This design comes from an exercise in tuning for small area, a short achievable clock period and few clock cycles per item on the open sky130 flow, not from production work.

run A:
==> flow/design.v (excerpt) <==
module cph_aes (
    input  wire         clk,
    input  wire         rst,          
    input  wire         in_valid,
    output wire         in_ready,
    input  wire [255:0] in_key,       
    input  wire [127:0] in_block,     
    output reg          out_valid,
    output wire [127:0] out_block     
);
    reg          s_busy;
    reg  [3:0]   s_round;             
    reg  [127:0] st;                  
    reg  [127:0] qa;                  
    reg  [127:0] qb;                  
    reg          p_busy;
    reg  [3:0]   p_round;             
    reg  [351:0] pm;                  
    reg  [127:0] ra, rb;              
    reg  [87:0] rm;                  
    wire load = !p_busy;
    assign in_ready  = load;
    assign out_block = st;
    genvar g;
    wire [351:0] pm_d;
    wire [87:0] rm_d;
    generate
        for (g = 0; g < 16; g = g + 1) begin : g_sbh
            aes_sbox_hi u_sb (.a(st[127 - 8*g -: 8]), .m(pm_d[351 - 22*g -: 22]));
        end
        for (g = 0; g < 4; g = g + 1) begin : g_ksbh
            aes_sbox_hi u_ksb (.a(qb[31 - 8*g -: 8]), .m(rm_d[87 - 22*g -: 22]));
        end
    endgenerate
    wire [127:0] sub;
    generate
        for (g = 0; g < 16; g = g + 1) begin : g_sbl
            aes_sbox_lo u_sb (.m(pm[351 - 22*g -: 22]), .y(sub[127 - 8*g -: 8]));
        end
    endgenerate
    wire [127:0] shf;
    generate
        for (g = 0; g < 16; g = g + 1) begin : g_sr
            assign shf[127 - 8*g -: 8] = sub[127 - 8*((g + 4*(g % 4)) % 16) -: 8];
        end
    endgenerate
    wire p_last = (p_round == 4'd14);
    wire mc_en  = !p_last && !load;
  ...
Settings: LEC_CHECK=0, CAP_MARGIN=20, CORE_MARGIN=2, CORE_UTILIZATION=45, PLACE_DENSITY=0.6, SETUP_SLACK_MARGIN=4.5, SLEW_MARGIN=20, SYNTH_HIERARCHICAL=1, SYNTH_MINIMUM_KEEP_SIZE=0; clock period 8.0 ns.
run.sh (not shown) runs the stock make flow with config.mk's settings and CLKGATE_MAP_FILE= SYNTH_SCRIPT=/design/flow/synth_recipe.tcl, a recipe that flattens the netlist after the stock synthesis.
Run A completed; timing, DRC and antenna clean
--- input diff run A..run B ---
==> flow/flow/run.sh (new file) <==
#!/bin/bash
# The standard layout, except that the port buffers are plain
# sky130_fd_sc_hd__buf_1 cells rather than the delay cells buffer_ports picks.
set -euo pipefail
bash standard.sh "BUFFER_PORTS_ARGS=-buffer_cell sky130_fd_sc_hd__buf_1" finish > standard_flow.log 2>&1
==> flow/standard.sh (new file) <==
#!/bin/bash
# synth_recipe.tcl (not shown) runs the flow's synth.tcl, then flattens the netlist and writes it again
# the make line also repeats each setting of config.mk as NAME=value (left out here)
make -C /OpenROAD-flow-scripts/flow DESIGN_CONFIG=/design/flow/config.mk WORK_HOME=/design/flow/orfs CLKGATE_MAP_FILE= SYNTH_SCRIPT=/design/flow/synth_recipe.tcl "${@:-finish}"
--- a/flow/config.mk
+++ b/flow/config.mk
@@ -10,5 +10,5 @@
 export CORE_UTILIZATION = 45
 export PLACE_DENSITY = 0.6
-export SETUP_SLACK_MARGIN = 4.5
+export SETUP_SLACK_MARGIN = 4.7
 export SLEW_MARGIN = 20
 export SYNTH_HIERARCHICAL = 1
removed: flow/run.sh
--- outcome ---
Per the comparison of run B with run A, global-route wire length before repair went down, area growth from synthesis to layout ~0 delta, number of fillers in the final layout moved up, average via count per standard cell grew by about 0.33%.
Looking at pin slew with the least headroom to its limit, run B sits 36 ps higher than run A does.
## Diff of input files: run C against run B
==> flow/run.sh (new file) <==
#!/bin/bash
# synth_recipe.tcl (not shown) runs the flow's synth.tcl, then flattens the netlist and writes it again
# the make line also repeats each setting of config.mk as NAME=value (left out here)
make -C /OpenROAD-flow-scripts/flow DESIGN_CONFIG=/design/flow/config.mk WORK_HOME=/design/flow/orfs CLKGATE_MAP_FILE= SYNTH_SCRIPT=/design/flow/synth_recipe.tcl finish
--- a/flow/config.mk
+++ b/flow/config.mk
@@ -10,5 +10,5 @@
 export CORE_UTILIZATION = 45
 export PLACE_DENSITY = 0.6
-export SETUP_SLACK_MARGIN = 4.7
+export SETUP_SLACK_MARGIN = 4
 export SLEW_MARGIN = 20
 export SYNTH_HIERARCHICAL = 1
removed: flow/flow/run.sh
removed: flow/standard.sh
Number of global-route vias before repair ended up 0.65% higher on run C than on run B. Compare run B and run C | sequential share of cell area lower: run B.
Setup changes, run C to run D
==> flow/flow/run.sh (new file) <==
#!/bin/bash
# The standard layout, except that the port buffers are plain
# sky130_fd_sc_hd__buf_1 cells rather than the delay cells buffer_ports picks.
set -euo pipefail
bash standard.sh "BUFFER_PORTS_ARGS=-buffer_cell sky130_fd_sc_hd__buf_1" finish > standard_flow.log 2>&1
==> flow/standard.sh (new file) <==
#!/bin/bash
# synth_recipe.tcl (not shown) runs the flow's synth.tcl, then flattens the netlist and writes it again
# the make line also repeats each setting of config.mk as NAME=value (left out here)
make -C /OpenROAD-flow-scripts/flow DESIGN_CONFIG=/design/flow/config.mk WORK_HOME=/design/flow/orfs CLKGATE_MAP_FILE= SYNTH_SCRIPT=/design/flow/synth_recipe.tcl "${@:-finish}"
--- a/flow/config.mk
+++ b/flow/config.mk
@@ -10,5 +10,5 @@
 export CORE_UTILIZATION = 45
 export PLACE_DENSITY = 0.6
-export SETUP_SLACK_MARGIN = 4
+export SETUP_SLACK_MARGIN = 4.5
 export SLEW_MARGIN = 20
 export SYNTH_HIERARCHICAL = 1
removed: flow/run.sh
## What came out
Sequential share of layout area in run D vs run C: up 0.45 points
Run C reports its origin of the worst setup path as st[112]$_DFF_P_ while run D reports pm[242]$_DFF_P_.
Per the comparison of run D with run C, final-layout clock buffer total saw a decrease, layout-stage area growth over the synthesis result saw a decrease.
Looking at number of diodes, run D sits 5 lower than run C does.
Relative to run D, the following input files were edited for run E:
--- a/flow/config.mk
+++ b/flow/config.mk
@@ -8,6 +8,6 @@
 export CAP_MARGIN = 20
 export CORE_MARGIN = 2
-export CORE_UTILIZATION = 45
-export PLACE_DENSITY = 0.6
+export CORE_UTILIZATION = 60
+export PLACE_DENSITY = 0.75
 export SETUP_SLACK_MARGIN = 4.5
 export SLEW_MARGIN = 20
[summary]
Delta (run E minus run D): via count has increased; non-clock buffer count has remained practically unchanged; final worst setup slack has decreased. Of run E and run D, the higher number of antenna violations at the first check in global routing belongs to run D. The storage element area of run E and that of run D are within noise of each other.
Function was not checked in any run of this note: the RTL went through the layout flow alone.

-- re-timing with driven ports --
How much do the figures lean on ideal ports? The routed layouts below were timed once more, with nothing changed but the port constraints.
Step 1 (the two cells are an assumption about what drives the block):
set clk [get_ports {clk}]
set_driving_cell -lib_cell sky130_fd_sc_hd__clkbuf_16 $clk
set_driving_cell -lib_cell sky130_fd_sc_hd__buf_2 [delete_from_list [all_inputs] $clk]
Step 2 adds t to the input delays and takes it off the output delays; t is the mean of the earliest and latest rising clock arrival at the registers after step 1. Input paths then give back, and output paths get back, about the clock's delay inside the block.
Slacks: ideal ports / drivers / drivers and shift; pairs: ideal ports / drivers.
run | shift t [ns] | setup WS [ns] | worst setup path after step 2
run A | 0.819 | 4.508 / 4.429 / 4.531 | register to register
run B | 0.819 | 4.714 / 4.706 / 4.714 | register to register
run C | 0.804 | 4.183 / 4.108 / 4.189 | register to register
run D | 0.816 | 4.537 / 4.537 / 4.537 | register to register
run E | 0.758 | 4.450 / 4.450 / 4.450 | register to register
After both steps setup and hold are still met in every run listed.
